This is an optimization exercise on Yosys and OpenROAD, whose aim is small area, a short achievable clock period and few clock cycles per item, not a production implementation.
In this exercise RTL edits were held to simulation tests only and were not proved equivalent to the original.

Design g96_mixer, start of the top module:
module g96_mixer (
    input  wire         clk,
    input  wire         rst,           
    input  wire         in_valid,
    output wire         in_ready,
    input  wire [63:0]  in_key,
    input  wire [31:0]  in_stream,
    input  wire [7:0]   in_purpose,
    input  wire [63:0]  in_pos,
    input  wire         in_quick,
    output wire         out_valid,
    input  wire         out_ready,
    output wire [127:0] out_block
);
    localparam [31:0] KINC0 = 32'hA5C31E6B;
    localparam [31:0] KINC1 = 32'h7F4A9D27;
    reg [31:0]  x1, x3;            
    reg [31:0]  a0, a2;            
    reg [31:0]  k0, k1;            
    reg [63:0]  ob;                
    reg         ofull;             
    reg         run;               
    reg         acc;               
    reg         first;             
    reg [3:0]   left;              
    wire last = (left == 4'd1);
    wire hold = ofull && !out_ready;           
    wire load = !run || last || hold;
    assign in_ready  = run && !acc && !ofull && !last;
    assign out_valid = ofull;
    assign out_block = {x3, ob[63:32], x1, ob[31:0]};
    wire accept = in_valid && in_ready;
    wire finish = run && last && acc;          
    wire [31:0] y1 = first ? in_pos[63:32] : x1;
    wire [31:0] y3 = first ? {in_purpose, 24'd0} : x3;
    wire m0_1 = a0[29] ^ ~a0[27];
    wire m0_2 = a0[29] & ~a0[27];
    wire m0_3 = a0[30] ^ ~a0[28] ^ ~a0[26];
    wire m0_4 = (a0[30] & ~a0[28]) | (a0[30] & ~a0[26]) | (~a0[28] & ~a0[26]);
    wire m0_5 = a0[31] ^ ~a0[29] ^ ~a0[27];
    wire m0_6 = (a0[31] & ~a0[29]) | (a0[31] & ~a0[27]) | (~a0[29] & ~a0[27]);
    wire m0_7 = a0[19] ^ ~a0[17];
    wire m0_8 = a0[19] & ~a0[17];
    wire m0_9 = a0[20] ^ ~a0[18] ^ ~a0[16];
    wire m0_10 = (a0[20] & ~a0[18]) | (a0[20] & ~a0[16]) | (~a0[18] & ~a0[16]);
    wire m0_11 = a0[21] ^ ~a0[19] ^ ~a0[17];
  ...
export LEC_CHECK = 0
export CAP_MARGIN = 20
export CORE_MARGIN = 2
export CORE_UTILIZATION = 65
export CTS_BUF_LIST = sky130_fd_sc_hd__clkbuf_4 sky130_fd_sc_hd__clkbuf_8
export SLEW_MARGIN = 20
create_clock -name core_clock -period 20.0 [get_ports {clk}]
standard.sh (not shown) runs the stock make flow with config.mk's settings and CLKGATE_MAP_FILE= SYNTH_SCRIPT=/design/flow/synth_recipe.tcl, a recipe that flattens the netlist after the stock synthesis.
==> flow/flow/run.sh <==
#!/bin/bash
# The standard layout, with the port buffers made of the smallest buffer
# (buf_1) instead of the one buffer_ports picks by default, and timing
# repair asked to leave setup slack to spare at the design's clock.
set -euo pipefail
export BUFFER_PORTS_ARGS="-buffer_cell sky130_fd_sc_hd__buf_1"
export SETUP_SLACK_MARGIN=12.5
bash standard.sh > standard_make.log 2>&1
The baseline finished with timing, DRC and antenna clean.
Testbench counts at the start, summed over its fixed seeds: cycles 72,392, items 8,000.
==> next run, changes <==
--- a/flow/flow/run.sh
+++ b/flow/flow/run.sh
@@ -7 +7 @@
-export SETUP_SLACK_MARGIN=12.5
+export SETUP_SLACK_MARGIN=13.2
- CORE_UTILIZATION: 65 -> 50
Worst setup slack is better by 0.34 ns.
Routed wire length is higher by about 12%.
Synthesized cell count stays the same.
Die area is higher by about 30%.
Register-to-register slack is better by 0.34 ns.
Clock-buffer cell count is lower by 4.
Fmax is higher by 4.7%.
==> next run, changes <==
--- a/flow/flow/run.sh
+++ b/flow/flow/run.sh
@@ -7 +7 @@
-export SETUP_SLACK_MARGIN=13.2
+export SETUP_SLACK_MARGIN=14
The changed run ran to the end with no violations.
Cell area increases by a few percent.
Synthesized area does not change.
Cell count went up by a few percent.
Global-route usage goes down by 0.96 points.
Via count decreases slightly.
Flip-flop and latch count does not change.
==> next run, changes <==
--- a/flow/flow/run.sh
+++ b/flow/flow/run.sh
@@ -7 +7 @@
-export SETUP_SLACK_MARGIN=14
+export SETUP_SLACK_MARGIN=11.9
- The changed run passed the timing, design-rule and antenna checks
- first-iteration DRC count rose by a few percent
- sequential share of layout area came out higher by 3.4 points
- hold slack got worse by 0.015 ns
- die area stays the same
- fmax falls by roughly a tenth
- clock-buffer cell count fell by 9
- design area goes down by about a fifth
- global-route usage drops by 1.6 points
- via count is lower by a few percent
==> next run, changes <==
--- a/flow/flow/run.sh
+++ b/flow/flow/run.sh
@@ -7 +7 @@
-export SETUP_SLACK_MARGIN=11.9
+export SETUP_SLACK_MARGIN=12.5
- ABC_AREA: unset -> 1
Outcome:
- clock-buffer cell count rises by 7
- design area rises by 6.3%
- via count rises by 18%
- synthesized cell count rises by 30%
- non-clock buffer count rises by 7
- utilization falls by 0.36 points
- setup slack improves by 0.63 ns
- global-route usage rises by 0.68 points
==> next run, changes <==
- ABC_AREA: 1 -> unset
=> Area after synthesis decreases by 6.0%. Register-to-register slack got worse by 0.13 ns. Via count decreases by 14%. First-iteration DRC count decreases by 21%. Die area decreases by 5.9%. Cell count decreases by 18%. Clock skew decreases by 0.019 ns. Fmax decreases by 1.8%. Clock-buffer cell count increases by 5. Design area decreases by 1.9%.

g96_mixer again, from the RTL that the note above started with.
export LEC_CHECK = 0
export CAP_MARGIN = 20
export CORE_MARGIN = 2
export CORE_UTILIZATION = 50
export CTS_BUF_LIST = sky130_fd_sc_hd__clkbuf_8
export CTS_CLUSTER_DIAMETER = 50
export CTS_CLUSTER_SIZE = 16
export PLACE_DENSITY = 0.72
export SLEW_MARGIN = 20
create_clock -name core_clock -period 20.0 [get_ports {clk}]
==> flow/flow/run.sh <==
#!/bin/bash
# The standard layout, with three changes:
#  - the port buffers are the smallest buffer (buf_1) instead of the one
#    buffer_ports picks by default;
#  - timing repair is asked to leave setup slack to spare at the design's
#    clock (the clock and constraints are the design's own);
#  - after the standard synthesis, flow/polfix.py re-chooses the polarity of
#    the full adders to drop inverters (same logic, same registers), and the
#    layout is made from that netlist.
set -euo pipefail
export BUFFER_PORTS_ARGS="-buffer_cell sky130_fd_sc_hd__buf_1"
export SETUP_SLACK_MARGIN=12.5
R="$PWD/orfs/results/${FLOW_PLATFORM}/g96_mixer/base"
bash standard.sh "$R/1_2_yosys.v" > synth_make.log 2>&1
cp "$R/1_2_yosys.v" "$R/1_2_yosys.standard.v"
python3 flow/polfix.py "$R/1_2_yosys.standard.v" "$R/1_2_yosys.polfix.v" > polfix.log 2>&1
cp "$R/1_2_yosys.polfix.v" "$R/1_2_yosys.v"
bash standard.sh > standard_make.log 2>&1
Other scripts of this flow, unchanged in this note and not shown: flow/flow/polfix.py
The starting point ran to the end with no violations.
Testbench counts at the start, summed over its fixed seeds: cycles 72,392, items 8,000.
==> next run, changes <==
--- a/flow/flow/run.sh
+++ b/flow/flow/run.sh
@@ -11,3 +11,3 @@
 export BUFFER_PORTS_ARGS="-buffer_cell sky130_fd_sc_hd__buf_1"
-export SETUP_SLACK_MARGIN=12.5
+export SETUP_SLACK_MARGIN=12.9
 R="$PWD/orfs/results/${FLOW_PLATFORM}/g96_mixer/base"
- PLACE_DENSITY: 0.72 -> default
- The changed run went through all stages and came out clean
- hold slack is better by 0.0081 ns
- cell area is higher by 4.2%
- cell count grows by 1.8%
- global-route usage goes up by 2.0 points
- first-iteration DRC count came out higher by 1.6%
- clock skew is higher by 0.0048 ns
- register-to-register slack is better by 0.31 ns

port drivers added, routing unchanged:
Ports are ideal in the flow. The routed layouts listed here were re-timed in OpenROAD. Step 1, drivers: a clkbuf_16 drives clk and a buf_2 each remaining input, both assumed. Step 2, shift: input delay + t, output delay - t, t = (earliest + latest rising clock arrival at the registers) / 2. This alone moves slack from input paths to output paths. Three values: no drivers, after step 1, after step 2; two values: the first two.
| run | t, ns | setup WS [ns] | worst data-port slew with drivers (ns) |
|---|---|---|---|
| the first run of note 1 | 0.627 | 12.476 / 12.476 / 12.265 | 0.07 |
| the second run of note 1 | 0.711 | 12.814 / 12.814 / 12.274 | 0.06 |
| the third run of note 1 | 0.710 | 13.009 / 13.009 / 13.009 | 0.10 |
| the fourth run of note 1 | 0.696 | 12.157 / 12.157 / 11.960 | 0.05 |
| the fifth run of note 1 | 0.693 | 12.790 / 12.790 / 12.271 | 0.09 |
| the sixth run of note 1 | 0.636 | 12.660 / 12.660 / 12.137 | 0.05 |
| the first run of note 2 | 0.704 | 12.614 / 12.614 / 12.141 | 0.05 |
| the second run of note 2 | 0.679 | 12.925 / 12.925 / 12.300 | 0.06 |
After both steps every run listed still meets setup and hold. For the second run of note 2, which loses most, drivers alone change the setup slack by 0.000 ns; drivers and shift together by -0.625 ns.
